From an optimization exercise on the open Yosys and OpenROAD flow, aimed at small area, a short achievable clock period and few clock cycles per item; shortcuts taken in it are not production practice. RTL that was checked went through simulation tests only; none was proved equivalent to the original.

==> module ce_aes, before the edit <==
module ce_aes (
    input  wire         clk,
    input  wire         rst,        
    input  wire         start,
    input  wire         key_256,    
    input  wire [255:0] key,
    input  wire [127:0] din,
    output wire         ready,
    output reg          done,
    output reg  [127:0] dout
);
  reg          bsy1;       
  reg          lst1;       
  reg  [3:0]   rnd1;       
  reg          k2561;
  reg  [127:0] s;          
  reg  [127:0] ka1;        
  reg  [127:0] kb1;        
  reg  [31:0]  gw1;        
  reg          bsy2;
  reg          lst2;
  reg  [3:0]   rnd2;
  reg          k2562;
  reg  [287:0] q;          
  reg  [127:0] ka2;
  reg  [127:0] kb2;
  reg  [71:0]  gq;         
  reg          rdy;
  assign ready = rdy;
  function [7:0] xtime;
    input [7:0] a;
    xtime = {a[6:0], 1'b0} ^ (a[7] ? 8'h1b : 8'h00);
  endfunction
  function [31:0] rotw;
    input [31:0] w;
    rotw = {w[23:0], w[31:24]};
  endfunction
  function [7:0] rcon_f;
    input [3:0] i;
    case (i)
      4'd1:    rcon_f = 8'h01;
      4'd2:    rcon_f = 8'h02;
      4'd3:    rcon_f = 8'h04;
      4'd4:    rcon_f = 8'h08;
      4'd5:    rcon_f = 8'h10;
      4'd6:    rcon_f = 8'h20;
      4'd7:    rcon_f = 8'h40;
      4'd8:    rcon_f = 8'h80;
      4'd9:    rcon_f = 8'h1b;
      4'd10:   rcon_f = 8'h36;
      default: rcon_f = 8'h00;
    endcase
  endfunction
  genvar n;
  wire [287:0] sa;
  generate
    for (n = 0; n < 16; n = n + 1) begin : g_sboxa
      ce_aes_sbox_a u_sa (.sbox_in(s[127-8*n -: 8]), .mid(sa[287-18*n -: 18]));
    end
  endgenerate
  wire [71:0] ga;
  generate
    for (n = 0; n < 4; n = n + 1) begin : g_ksa
      ce_aes_sbox_a u_ka (.sbox_in(gw1[31-8*n -: 8]), .mid(ga[71-18*n -: 18]));
    end
  endgenerate
  wire [127:0] sb;    
  generate
    for (n = 0; n < 16; n = n + 1) begin : g_sboxb
      ce_aes_sbox_b u_sb (.mid(q[287-18*n -: 18]), .sbox_out(sb[127-8*n -: 8]));
    end
  endgenerate
  wire [127:0] sr;
  generate
    for (n = 0; n < 16; n = n + 1) begin : g_shift
      localparam integer R = n % 4;
      localparam integer C = n / 4;
      localparam integer SRC = 4 * ((C + R) % 4) + R;
      assign sr[127-8*n -: 8] = sb[127-8*SRC -: 8];
    end
  endgenerate
  wire [31:0] g2;    
  generate
    for (n = 0; n < 4; n = n + 1) begin : g_ksb
      ce_aes_sbox_b u_kb (.mid(gq[71-18*n -: 18]), .sbox_out(g2[31-8*n -: 8]));
    end
  endgenerate
  wire        use_rot = k2562 ? rnd2[0] : 1'b1;
  wire [3:0]  rc_idx  = k2562 ? ((rnd2 + 4'd1) >> 1) : rnd2;
  wire [7:0]  rc      = use_rot ? rcon_f(rc_idx) : 8'h00;
  wire [31:0] p0 = ka2[127:96] ^ {rc, 24'h000000};
  wire [31:0] p1 = p0 ^ ka2[95:64];
  wire [31:0] p2 = p1 ^ ka2[63:32];
  wire [31:0] p3 = p2 ^ ka2[31:0];
  wire [127:0] kexp = {p0 ^ g2, p1 ^ g2, p2 ^ g2, p3 ^ g2};
  wire [127:0] rk = k2562 ? kb2 : kexp;
  wire next_rot = !k2562 || !rnd2[0];
  wire [127:0] round_out;
  generate
    for (n = 0; n < 4; n = n + 1) begin : g_mix
      wire [7:0] a0 = sr[127-32*n -: 8];
      wire [7:0] a1 = sr[119-32*n -: 8];
      wire [7:0] a2 = sr[111-32*n -: 8];
      wire [7:0] a3 = sr[103-32*n -: 8];
      wire [7:0] t  = a0 ^ a1 ^ a2 ^ a3;
      wire [7:0] m  = lst2 ? 8'h00 : 8'hff;
      wire [31:0] k = rk[127-32*n -: 32];
      assign round_out[127-32*n -: 32] =
          {a0 ^ k[31:24] ^ (m & (t ^ xtime(a0 ^ a1))),
           a1 ^ k[23:16] ^ (m & (t ^ xtime(a1 ^ a2))),
           a2 ^ k[15:8]  ^ (m & (t ^ xtime(a2 ^ a3))),
           a3 ^ k[7:0]   ^ (m & (t ^ xtime(a3 ^ a0)))};
    end
  endgenerate
  wire ld  = !bsy2 || lst2;
  wire acc = start && rdy;
  wire       bsy1_n  = ld ? acc : bsy2;
  wire       k2561_n = ld ? key_256 : k2562;
  wire [3:0] rnd1_n  = ld ? 4'd1 : rnd2 + 4'd1;
  wire [3:0] nr_m1   = k2562 ? 4'd13 : 4'd9;
  wire       lst1_n  = !ld && (rnd2 == nr_m1);
  wire       rdy_n   = (!bsy1 || lst1) &&
                       !(bsy1_n && k2561_n && (rnd1_n < 4'd5));
  always @(posedge clk) begin
    if (rst) begin
      bsy1 <= 1'b0;
      bsy2 <= 1'b0;
      lst1 <= 1'b0;
      lst2 <= 1'b0;
      rdy  <= 1'b1;
      done <= 1'b0;
    end else begin
      bsy1 <= bsy1_n;
      lst1 <= lst1_n;
      bsy2 <= bsy1;
      lst2 <= lst1;
      rdy  <= rdy_n;
      done <= bsy2 && lst2;
    end
  end
  always @(posedge clk) begin
    q     <= sa;
    gq    <= ga;
    ka2   <= ka1;
    kb2   <= kb1;
    rnd2  <= rnd1;
    k2562 <= k2561;
    dout  <= round_out;
    rnd1  <= rnd1_n;
    k2561 <= k2561_n;
    if (ld) begin
      s   <= din ^ key[255:128];
      ka1 <= key[255:128];
      kb1 <= key[127:0];
      gw1 <= rotw(key_256 ? key[31:0] : key[159:128]);
    end else begin
      s   <= round_out;
      ka1 <= k2562 ? kb2 : kexp;
      kb1 <= kexp;
      gw1 <= next_rot ? rotw(kexp[31:0]) : kexp[31:0];   
    end
  end
endmodule
export LEC_CHECK = 0
export CAP_MARGIN = 20
export CORE_MARGIN = 2
export CORE_UTILIZATION = 40
export CTS_CLUSTER_DIAMETER = 80
export CTS_CLUSTER_SIZE = 24
export GPL_ROUTABILITY_DRIVEN = 1
export GPL_TIMING_DRIVEN = 1
export PLACE_DENSITY = 0.6
export SETUP_SLACK_MARGIN = 5
export SLEW_MARGIN = 20
export SYNTH_HIERARCHICAL = 1
export SYNTH_MINIMUM_KEEP_SIZE = 0
create_clock -name core_clock -period 10.0 [get_ports {clk}]
standard.sh (not shown) runs the stock make flow with config.mk's settings and CLKGATE_MAP_FILE= SYNTH_SCRIPT=/design/flow/synth_recipe.tcl, a recipe that flattens the netlist after the stock synthesis.
==> flow/flow/run.sh <==
#!/bin/bash
set -euo pipefail
bash standard.sh SETUP_SLACK_MARGIN=6 \
  "BUFFER_PORTS_ARGS=-buffer_cell sky130_fd_sc_hd__buf_1" finish > standard.log 2>&1
The starting point finished clean.
Testbench counts at the start, summed over its fixed seeds: cycles 35,450, blocks 3,200.
==> next run, changes <==
--- a/flow/design.v
+++ b/flow/design.v
@@ -368,4 +368,5 @@
   wire [127:0] rk = k2562 ? kb2 : kexp;
   wire next_rot = !k2562 || !rnd2[0];
+  wire [127:0] x = sr ^ rk;
   wire [127:0] round_out;
   generate
@@ -375,12 +376,11 @@
       wire [7:0] a2 = sr[111-32*n -: 8];
       wire [7:0] a3 = sr[103-32*n -: 8];
-      wire [7:0] t  = a0 ^ a1 ^ a2 ^ a3;
-      wire [7:0] m  = lst2 ? 8'h00 : 8'hff;
-      wire [31:0] k = rk[127-32*n -: 32];
-      assign round_out[127-32*n -: 32] =
-          {a0 ^ k[31:24] ^ (m & (t ^ xtime(a0 ^ a1))),
-           a1 ^ k[23:16] ^ (m & (t ^ xtime(a1 ^ a2))),
-           a2 ^ k[15:8]  ^ (m & (t ^ xtime(a2 ^ a3))),
-           a3 ^ k[7:0]   ^ (m & (t ^ xtime(a3 ^ a0)))};
+      wire [7:0] u0 = a0 ^ a1;
+      wire [7:0] u1 = a1 ^ a2;
+      wire [7:0] u2 = a2 ^ a3;
+      wire [7:0] u3 = a3 ^ a0;
+      wire [7:0] t  = u0 ^ u2;
+      assign round_out[127-32*n -: 32] = x[127-32*n -: 32] ^
+          {t ^ xtime(u0), t ^ xtime(u1), t ^ xtime(u2), t ^ xtime(u3)};
     end
   endgenerate
@@ -418,5 +418,5 @@
     rnd2  <= rnd1;
     k2562 <= k2561;
-    dout  <= round_out;
+    dout  <= x;
     rnd1  <= rnd1_n;
     k2561 <= k2561_n;
@@ -428,5 +428,5 @@
     end else begin
       s   <= round_out;
-      ka1 <= k2562 ? kb2 : kexp;
+      ka1 <= rk;       
       kb1 <= kexp;
       gw1 <= next_rot ? rotw(kexp[31:0]) : kexp[31:0];   
Critical path depth rose by 1. Global-route usage drops by 0.23 points. Via count drops by 3.6%. Cell area is lower by about 4.7%.
For the second run of this note, only the layout was checked, not whether the RTL still works.

==> afterwards: timing with drivers on the ports <==
Ports are ideal in the flow. The routed layouts listed here were re-timed in OpenROAD. Step 1: set_driving_cell puts a clkbuf_16 on clk and a buf_2 on each other input, an assumption about the parent block. Step 2 times the ports against the registers' clock, not the clock port: input delays grow and output delays shrink by t, the midpoint of the rising clock arrivals with the driver on. Slacks: ideal ports / drivers / drivers and shift; pairs: ideal ports / drivers.
run | t (ns) | slack for setup (ns) | hold slack, ns | pins driven straight from the clock port
the first run | 0.780 | 6.067 / 6.067 / 6.052 | 0.311 / 0.311 / 0.311 | 1
the second run | 0.778 | 6.002 / 6.002 / 6.002 | 0.313 / 0.313 / 0.313 | 1
After both steps every run listed still meets setup and hold. The setup slack of the first run, which loses most, moves by 0.000 ns with the drivers and by -0.015 ns with both steps.
